From an optimization exercise on the open Yosys and OpenROAD flow, aimed at small area and a short achievable clock period; shortcuts taken in it are not production practice. Only the layout flow was run in this run; the RTL was not checked for function there. No activity file was given, so power comes from the tool's default toggle rates.

==> flow/run.sh <==
#!/bin/bash
# synth_recipe.tcl (not shown) runs the flow's synth.tcl, then flattens the netlist and writes it again
# the make line also repeats each setting of config.mk as NAME=value (left out here)
make -C /OpenROAD-flow-scripts/flow DESIGN_CONFIG=/design/flow/config.mk WORK_HOME=/design/flow/orfs CLKGATE_MAP_FILE= SYNTH_SCRIPT=/design/flow/synth_recipe.tcl finish
==> flow/design.v <==
module dc_blocker (
    input  wire               clk,
    input  wire               rst,        
    input  wire               in_valid,
    input  wire signed [39:0] x,
    input  wire               track,
    input  wire               load,
    input  wire        [2:0]  corner,
    output reg                out_valid,
    output reg  signed [39:0] y,
    output wire signed [71:0] base
);
    reg        busy;
    reg  [2:0] cyc;
    reg  [39:0] x_r;
    reg        load_r, track_r;
    reg  [2:0] corner_r;
    reg        b_zero, s_zero;
    reg  [2:0] wcount;
    wire last = busy & (cyc == 3'd7);
    wire acc  = in_valid & ~rst & (~busy | last);
    wire spec = ~busy | last;                  
    reg  [77:0] bph;
    reg  [51:0] sph;
    reg  [39:0] win0, win1, win2, win3, win4, win5, win6;
    assign base = bph[77:6];
    reg  [9:0] r_nz, r_two, r_neg;
    reg  [3:0] n_neg;
    always @* begin
        r_nz = 10'd0; r_two = 10'd0; r_neg = 10'd0; n_neg = 4'd0;
        if (load_r) begin
            r_nz = 10'b0100000000;             
        end else if (track_r) begin
            case (corner_r)
            3'd0: begin r_nz = 10'b0001110011; r_two = 10'b0001110011; r_neg = 10'b0000110011; n_neg = 4'd4; end
            3'd1: begin r_nz = 10'b0011100110; r_two = 10'b0000000000; r_neg = 10'b0001100110; n_neg = 4'd4; end
            3'd2: begin r_nz = 10'b0011011101; r_two = 10'b0010010001; r_neg = 10'b0001011001; n_neg = 4'd4; end
            3'd3: begin r_nz = 10'b0101101111; r_two = 10'b0001001100; r_neg = 10'b0001101010; n_neg = 4'd4; end
            3'd4: begin r_nz = 10'b0110111011; r_two = 10'b0100100010; r_neg = 10'b0010110010; n_neg = 4'd4; end
            3'd5: begin r_nz = 10'b1010110010; r_two = 10'b0000110010; r_neg = 10'b0000000000; n_neg = 4'd0; end
            3'd6: begin r_nz = 10'b1011100011; r_two = 10'b1010000000; r_neg = 10'b0000000010; n_neg = 4'd1; end
            default: ;
            endcase
        end
    end
    wire [1:0] xi = cyc[1:0] - 2'd1 - {1'b0, load_r};
    reg  [12:0] xf7;
    always @* begin
        case (xi)
            2'd0: xf7 = {x_r[6:0], 6'd0};
            2'd1: xf7 = x_r[19:7];
            2'd2: xf7 = x_r[32:20];
            default: xf7 = {{6{x_r[39]}}, x_r[39:33]};
        endcase
    end
    reg  [12:0] w6f;
    always @* begin
        case (xi)
            2'd0: w6f = {win6[6:0], 6'd0};
            2'd1: w6f = win6[19:7];
            2'd2: w6f = win6[32:20];
            default: w6f = {{6{win6[39]}}, win6[39:33]};
        endcase
        if (wcount != 3'd7) w6f = 13'd0;
    end
    wire [12:0] s_rd = s_zero ? 13'd0 : sph[12:0];
    reg  [12:0] b_dr;
    always @* begin
        if (~busy)
            b_dr = bph[18:6];
        else if (cyc == 3'd0 || cyc == 3'd7)
            b_dr = bph[31:19];
        else if (cyc == 3'd1)
            b_dr = bph[44:32];
        else if (cyc == 3'd4)
            b_dr = {{6{bph[51]}}, bph[51:45]};
        else
            b_dr = bph[57:45];
        if (b_zero && !last) b_dr = 13'd0;
    end
    reg  [12:0] h0, h1, h2;           
    reg         dcy;
    reg  [13:0] dsum;
    always @* begin
        dsum = 14'd0;
        if (spec)
            dsum = {1'b0, ~b_dr} + 14'd1;
        else if (~load_r) begin
            if (cyc <= 3'd4)
                dsum = {1'b0, (cyc == 3'd0) ? 13'd0 : xf7} + {1'b0, ~b_dr} + {13'd0, dcy};
            else
                dsum = {1'b0, {13{h0[12]}}};
        end else begin
            if (cyc >= 3'd2 && cyc <= 3'd5)
                dsum = {1'b0, xf7} + {1'b0, s_rd} + {13'd0, dcy};
            else if (cyc >= 3'd6)
                dsum = {1'b0, {13{h0[12]}}};
        end
    end
    always @(posedge clk) begin
        h0  <= dsum[12:0];
        dcy <= (~spec & load_r & (cyc <= 3'd1)) ? 1'b0 : dsum[13];
        h1  <= (spec | (load_r & (cyc == 3'd0))) ? 13'd0 : h0;
        h2  <= spec ? 13'd0 : h1;
    end
    wire [38:0] hist = {h0, h1, h2};
    wire [12:0] rr [0:9];
    genvar gi;
    generate
        for (gi = 0; gi < 10; gi = gi + 1) begin : g_row
            wire [12:0] one = hist[26 - 2*gi + 12 : 26 - 2*gi];
            wire [12:0] two = hist[25 - 2*gi + 12 : 25 - 2*gi];
            assign rr[gi] = {13{r_nz[gi]}} & ((r_two[gi] ? two : one) ^ {13{r_neg[gi]}});
        end
    endgenerate
    wire        b0    = b_zero ? 1'b0 : bph[6];
    wire [31:0] bias32 = 32'h80000000 + {28'd0, n_neg} - {31'd0, b0};
    reg  [12:0] bias_t;
    always @* begin
        case (cyc)
            3'd0: bias_t = bias32[12:0];
            3'd1: bias_t = bias32[25:13];
            3'd2: bias_t = {7'd0, bias32[31:26]};
            default: bias_t = 13'd0;
        endcase
    end
    wire [12:0] b_lo  = b_zero ? 13'd0 : bph[12:0];
    wire [12:0] brow  = (load_r || cyc < 3'd2) ? 13'd0 :
                        (cyc == 3'd2) ? {b_lo[12:6], 6'd0} : b_lo;
    reg  [3:0]  acy;
    wire [3:0]  cin = (cyc == 3'd0) ? 4'd0 : acy;
    wire [16:0] bsum = rr[0] + rr[1] + rr[2] + rr[3] + rr[4] + rr[5] + rr[6] +
                       rr[7] + rr[8] + rr[9] + brow + bias_t + cin;
    wire [12:0] bout = bsum[12:0];
    reg         t_z, t_o;
    wire        tie = b0 ? (t_o & (&bout[5:0])) : (t_z & ~(|bout[5:0]));
    wire [12:0] bnew = (cyc == 3'd2) ? {bout[12:7], tie ? b0 : bout[6], 6'd0} : bout;
    always @(posedge clk) begin
        acy <= bsum[16:13];
        if (cyc == 3'd0) begin
            t_z <= ~(|bout);
            t_o <= &bout;
        end else if (cyc == 3'd1) begin
            t_z <= t_z & ~(|bout);
            t_o <= t_o & (&bout);
        end
    end
    wire [12:0] a_d = load_r ? hist[22:10] : b_lo;
    reg         sticky;
    wire        up = a_d[11] & (sticky | (|a_d[10:0]) | a_d[12]);
    reg  [12:0] xf1;
    always @* begin
        case (cyc[1:0])
            2'd0: xf1 = {x_r[0], 12'd0};
            2'd1: xf1 = x_r[13:1];
            2'd2: xf1 = x_r[26:14];
            default: xf1 = x_r[39:27];
        endcase
    end
    reg         ybor;
    wire [13:0] ysub = {x_r[39] & (cyc == 3'd7), xf1} -
                       {a_d[12] & (cyc == 3'd7), (cyc == 3'd4) ? {a_d[12], 12'd0} : a_d} -
                       ((cyc == 3'd4) ? {1'b0, up, 12'd0} : {13'd0, ybor});
    wire        y40 = ysub[13];
    wire        ovf = y40 ^ ysub[12];
    always @(posedge clk) begin
        if (cyc == 3'd2)
            sticky <= |a_d[12:6];
        else if (cyc == 3'd3)
            sticky <= sticky | (|a_d);
        ybor <= ysub[13];
        if (last & ovf)
            y <= y40 ? 40'h8000000000 : 40'h7fffffffff;
        else
            y <= {ysub[12:0], y[39:13]};
    end
    wire [1:0]  sidx = xi;
    wire        sa_act = busy & (load_r ? (cyc >= 3'd2 && cyc <= 3'd5)
                                        : (cyc >= 3'd1 && cyc <= 3'd4));
    reg  [1:0]  scy;
    wire [14:0] ssum = s_rd + xf7 + {2'b00, ~w6f} + ((sidx == 2'd0) ? 2'd1 : scy);
    always @(posedge clk) begin
        scy <= ssum[14:13];
        if (sa_act)
            sph <= {ssum[12:0], sph[51:13]};
    end
    always @(posedge clk) begin
        if (acc) begin
            x_r      <= x;
            load_r   <= load;
            track_r  <= track;
            corner_r <= corner;
        end
        if (busy && cyc >= 3'd2)
            bph <= {bnew, bph[77:13]};
        if (last) begin
            win0 <= x_r; win1 <= win0; win2 <= win1; win3 <= win2;
            win4 <= win3; win5 <= win4; win6 <= win5;
        end
        if (rst) begin
            busy      <= 1'b0;
            cyc       <= 3'd0;
            out_valid <= 1'b0;
            b_zero    <= 1'b1;
            s_zero    <= 1'b1;
            wcount    <= 3'd0;
        end else begin
            out_valid <= last;
            if (acc) begin
                busy <= 1'b1;
                cyc  <= 3'd0;
            end else if (busy) begin
                cyc  <= cyc + 3'd1;
                if (last) busy <= 1'b0;
            end
            if (last) begin
                b_zero <= 1'b0;
                if (wcount != 3'd7) wcount <= wcount + 3'd1;
            end
            if (sa_act && sidx == 2'd3)
                s_zero <= 1'b0;
        end
    end
endmodule
==> flow/config.mk <==
export PLATFORM = sky130hd
export DESIGN_NAME = dc_blocker
export DESIGN_NICKNAME = dc_blocker
export VERILOG_FILES = /design/flow/design.v
export SDC_FILE = /design/flow/constraint.sdc
export NUM_CORES = 4
export LEC_CHECK = 0
export CAP_MARGIN = 20
export CORE_MARGIN = 2
export CORE_UTILIZATION = 40
export SLEW_MARGIN = 20
==> flow/constraint.sdc <==
create_clock -name core_clock -period 20.0 [get_ports {clk}]
set_input_delay 4.0000 -clock core_clock [delete_from_list [all_inputs] [get_ports {clk}]]
set_output_delay 4.0000 -clock core_clock [all_outputs]
set_load 0.01 [all_outputs]
==> impl_results.rst <==
.. list-table::
   :header-rows: 1

   * - Metric
     - Value
   * - Avg WL per Cell
     - 23.16 um
   * - Remaining DRCs
     - 0
   * - Post-layout minimum cycle time
     - 8.285 ns
   * - Clock tree sinks
     - 548
   * - Residual overflow from global routing
     - 0
   * - Clock Tree Root
     - clkbuf_16
   * - Cell area power density
     - 87.74 nW/um^2
   * - Number of cells produced by synthesis
     - 2593
   * - # resized after CTS
     - 0
   * - Global routing usage on met1
     - 29.50%
   * - Clock tree from TritonCTS
     - yes
   * - Hold Path Cell Cnt
     - 0
   * - Max Clk Rate
     - 0.1207 GHz
   * - Number of cells on the worst reg-to-reg path
     - 30
   * - Number of fill cells
     - 6680
   * - Layer carrying the most global-route usage
     - met2
   * - Final antenna diode count
     - 0
   * - Starting density of the core
     - 40.54%
   * - Clock tree buffer depth
     - 3
   * - Sequential power share
     - 44.8%
   * - Avg Synthesized Cell Area
     - 11.45 sq um
   * - Max-cap violations
     - 0
   * - Register-to-Register Setup Slack
     - 11.72 ns
   * - TritonRoute pass-1 iters
     - 8
   * - P_leak
     - 0.01291 uW
   * - Power after layout
     - 2962 uW
   * - Sw Ratio
     - 26.96%
   * - Number of buffers created by CTS
     - 58
   * - Register area
     - 15560 sq um
   * - Syn Nets
     - 2907
   * - P&R area growth vs syn
     - 13.76%
   * - Post CTS Setup Buffer Count
     - 0
   * - Cell type with the highest occurrence count on the critical path
     - fa_1
   * - Number of endpoints failing setup at the final stage
     - 0
   * - Worst hold path endpoint
     - win6[34]
   * - Endpoint class of the critical path
     - flop
   * - Total area of multi-input combinational cells
     - 12080 sq um
   * - # H-tree levels
     - 2
   * - Dominant synthesized flop cell
     - edfxtp_1
   * - Relative max-transition margin
     - 31.08%
   * - Largest clock skew in the final design
     - 0.03350 ns
   * - Final hold viol count
     - 0
   * - DPL Wire Length
     - 63430 um
   * - Post-synth cell types
     - 81
   * - Post-DR vias/cell
     - 5.444
   * - Signal arrival time at the worst endpoint
     - 8.73 ns
   * - CP startpoint kind
     - flop
   * - Internal power summed over all cells
     - 2164 uW
   * - First-pass GRT wire length
     - 127000 um
   * - Async set-reset flop share out of synthesis
     - 0%
   * - Detailed Route WL
     - 84750 um
   * - Total number of vias
     - 19926
   * - Initial DRC count
     - 1753
   * - Critical R2R Launch
     - corner_r[1]
   * - Area of the mapped netlist
     - 29680 sq um
   * - Outcome
     - timing/DRC/antenna clean
   * - Family with the most delay on the worst path
     - adder cells
   * - Overall die width
     - 276.4 um
   * - Count of flip-flops with a built-in enable after synthesis
     - 459
   * - Class of the most critical hold timing path
     - flop to flop
   * - Core Footprint
     - 73210 sq um
   * - Min-Delay Startpoint
     - win5[34]
   * - Clock share of power
     - 37.6%
   * - Die Footprint
     - 76390 sq um
   * - Remaining number of nets flagged by the antenna check after routing
     - 0
   * - Final sum of negative setup slack
     - 0 ns
   * - Max Slew Vio Count
     - 0
   * - Setup repair after global routing missed its margin
     - no
   * - Fraction of final layout cells sized beyond drive strength 1
     - 7.071%
   * - Number of global-route vias before repair
     - 19897
   * - Worst slew pin tran
     - 1.034 ns
   * - Kind of critical path
     - flop to flop
   * - End of the worst register-to-register path
     - t_z
   * - CP startpoint
     - corner_r[1]
   * - GR Layer Usage met3
     - 3.135%
   * - Portion of the clock cycle consumed by the worst path in the final layout
     - 41.42%
   * - Ports placed on the boundary
     - 161
   * - Largest stage delay on the critical path
     - 0.55 ns
   * - FP Rows
     - 99
   * - Cell with the largest stage delay on the worst path
     - fa_1
   * - Die boundary height
     - 276.4 um
   * - Synthesis-stage register bit count
     - 548
   * - Met2 layer usage reported by global route
     - 36.19%
   * - Number of warning messages in the yosys log
     - 1
   * - Worst Path Required
     - 20.44 ns
   * - Cts-stage hold buffer count
     - 0
   * - Final net count
     - 2969
   * - Maximum ir drop on the vdd rail
     - 0.07011 mV
   * - Part of the power in combinational logic
     - 17.6%
   * - RD Place Congestion
     - 0.9339
   * - Clock insertion delay at the later pin of the skew report
     - 0.63 ns
   * - Sequential element share of the synthesized area
     - 52.45%
   * - Number of input and output port buffers inserted
     - 160
   * - Net switching power of the design
     - 798.6 uW
   * - Largest fanout of any net on the critical path
     - 40
   * - Overall global routing resource usage
     - 21.90%
   * - Largest net degree at the start of global routing
     - 80
   * - Critical path buffers and inverters
     - 8
   * - Clock Pin Slew Worst Setup and Hold Paths
     - 0.08 ns
   * - Number of antenna violations at the first check in global routing
     - 0
-- kinds of logic (layout without fill, tap and decap cells) --
group	after synthesis	after routing	synth area share (%)
adders and majority gates	266	266	15.08
xor gates and xnor gates	63	63	1.859
buffers and inverters	473	581	6.990
muxes	29	29	1.353
AOI/OAI and AO/OA	564	564	12.27
and+or+nand+nor	650	650	10.00
DFF	548	548	52.45
-- layout make-up --
cell class / count / share of cell area, %
sequential: 548 / 46.10
multi-input combinational: 1572 / 35.77
timing repair buffer: 201 / 5.655
clock buffer: 62 / 4.343
tap: 959 / 3.554
inverter: 274 / 3.068
clock inverter: 44 / 1.505
-- cell usage after synthesis, types with 7 or more instances --
master,count,area share (%)
nand2_1,227,2.9
clkbuf_1,94,1.2
a211oi_1,29,0.73
o21bai_1,13,0.33
and3_1,14,0.30
o211ai_1,27,0.68
inv_1,270,3.4
o22ai_1,34,0.72
mux4_2,7,0.53
o21a_1,12,0.30
a211o_1,8,0.24
o21ai_0,131,2.2
xnor2_1,48,1.4
nor2_1,197,2.5
nand3_1,42,0.71
xor2_1,15,0.44
nor3_1,32,0.54
a21o_1,49,1.2
mux2_2,19,0.72
edfxtp_1,459,46
nand2b_1,34,0.72
a22oi_1,24,0.61
ha_1,113,4.8
a21oi_1,142,2.4
a31oi_1,8,0.17
fa_1,153,10
nor2b_1,30,0.63
a2111oi_0,8,0.24
dfxtp_1,89,6.0
and2_1,33,0.70
buf_4,72,1.8
buf_1,25,0.32
or3_1,9,0.19
o221ai_1,10,0.30
-- worst max-delay path by stage --
| stage | slack [ns] | endpoint | depth (start not counted) |
|---|---|---|---|
| 6_report | 11.72 | t_z | 30 |
| 5_1_grt | 11.18 | t_z | 30 |
| 4_1_cts | 11.76 | t_z | 30 |
| 3_5_place_dp | 11.81 | t_z | 30 |
| 3_3_place_gp | 11.89 | t_z | 30 |
| 2_1_floorplan | 10.80 | h0[12] | 15 |
-- cells in the final DEF, fill, tap and decap left out, types with 19 or more instances in the layout --
master	n
a211oi_1	29
a21o_1	49
a21oi_1	141
a22oi_1	24
and2_1	33
buf_4	41
clkbuf_16	58
clkdlybuf4s50_1	160
dfxtp_1	89
edfxtp_1	459
fa_1	153
ha_1	112
inv_1	269
mux2_2	19
nand2_1	227
nand2b_1	34
nand3_1	42
nor2_1	197
nor2b_1	27
nor3_1	32
o211ai_1	27
o21ai_0	131
o22ai_1	34
xnor2_1	47
-- flip-flops by register name, summed over array words and instances, names as in the netlist, 4 cells and up --
signal and cells:
win6 40, x_r 40, h1 13, bph 78, acy 4, win0 40, win2 40, h2 6
win5 40, win3 40, sph 52, y 40, h0 13, win4 40, win1 40
-- worst reg2reg max path, delay by kind of cell (launching register included) --
kind,cells,cell delay [ns]
adders and majority gates,9,3.57
and+or+nand+nor,5,1.01
xor gates and xnor gates,1,0.18
AOI/OAI and AO/OA,7,1.68
buffers and inverters,8,1.33
DFF,1,0.32
-- power groups by stage --
stage	logic (uW)	registers [uW]	clock network, uW
finish	521	1330	1110
global route	572	1330	1180
CTS	526	1330	1140
detailed placement	521	1350	0
global placement	513	1350	0
floorplan	308	1350	0
-- metal layers --
metal	vias up	share of wire, %
met5	-	0
met4	0	3.6
met3	154	5.4
met2	665	48
met1	9968	43
li1	9139	-
-- per-stage QoR --
step	cells	cell area, sq um	hold slack (ns)	util [%]	setup slack (ns)
after floorplan	2593	29680	0.4003	-	10.80
after global placement	3554	31780	0.4004	43.42	11.89
after detailed placement	3554	31780	0.4045	43.42	11.81
after CTS	3660	33760	0.4055	46.11	11.76
after global routing	3660	33760	0.4062	46.12	11.18
final	3660	33760	0.4052	46.12	11.72

-- port drivers added, routing unchanged --
The flow's constraints put no driver on any port. The routed layout listed below was extracted and timed again, unchanged, in two steps. Step 1 sets driving cells, clkbuf_16 on the clock port and buf_2 on the other inputs (assumed; they add their load-dependent delay and slew). Step 2 times the ports against the registers' clock, not the clock port: input delays grow and output delays shrink by t, the midpoint of the rising clock arrivals with the driver on. Slacks: ideal / step 1 / step 2; pairs: ideal / step 1.
t, ns: 0.674
setup WS [ns]: 11.715 / 11.715 / 11.715
worst slew at a driven data input, ns: 0.09
After both steps setup and hold are still met in this run. For this run, drivers alone change the setup slack by 0.000 ns; drivers and shift together by 0.000 ns.
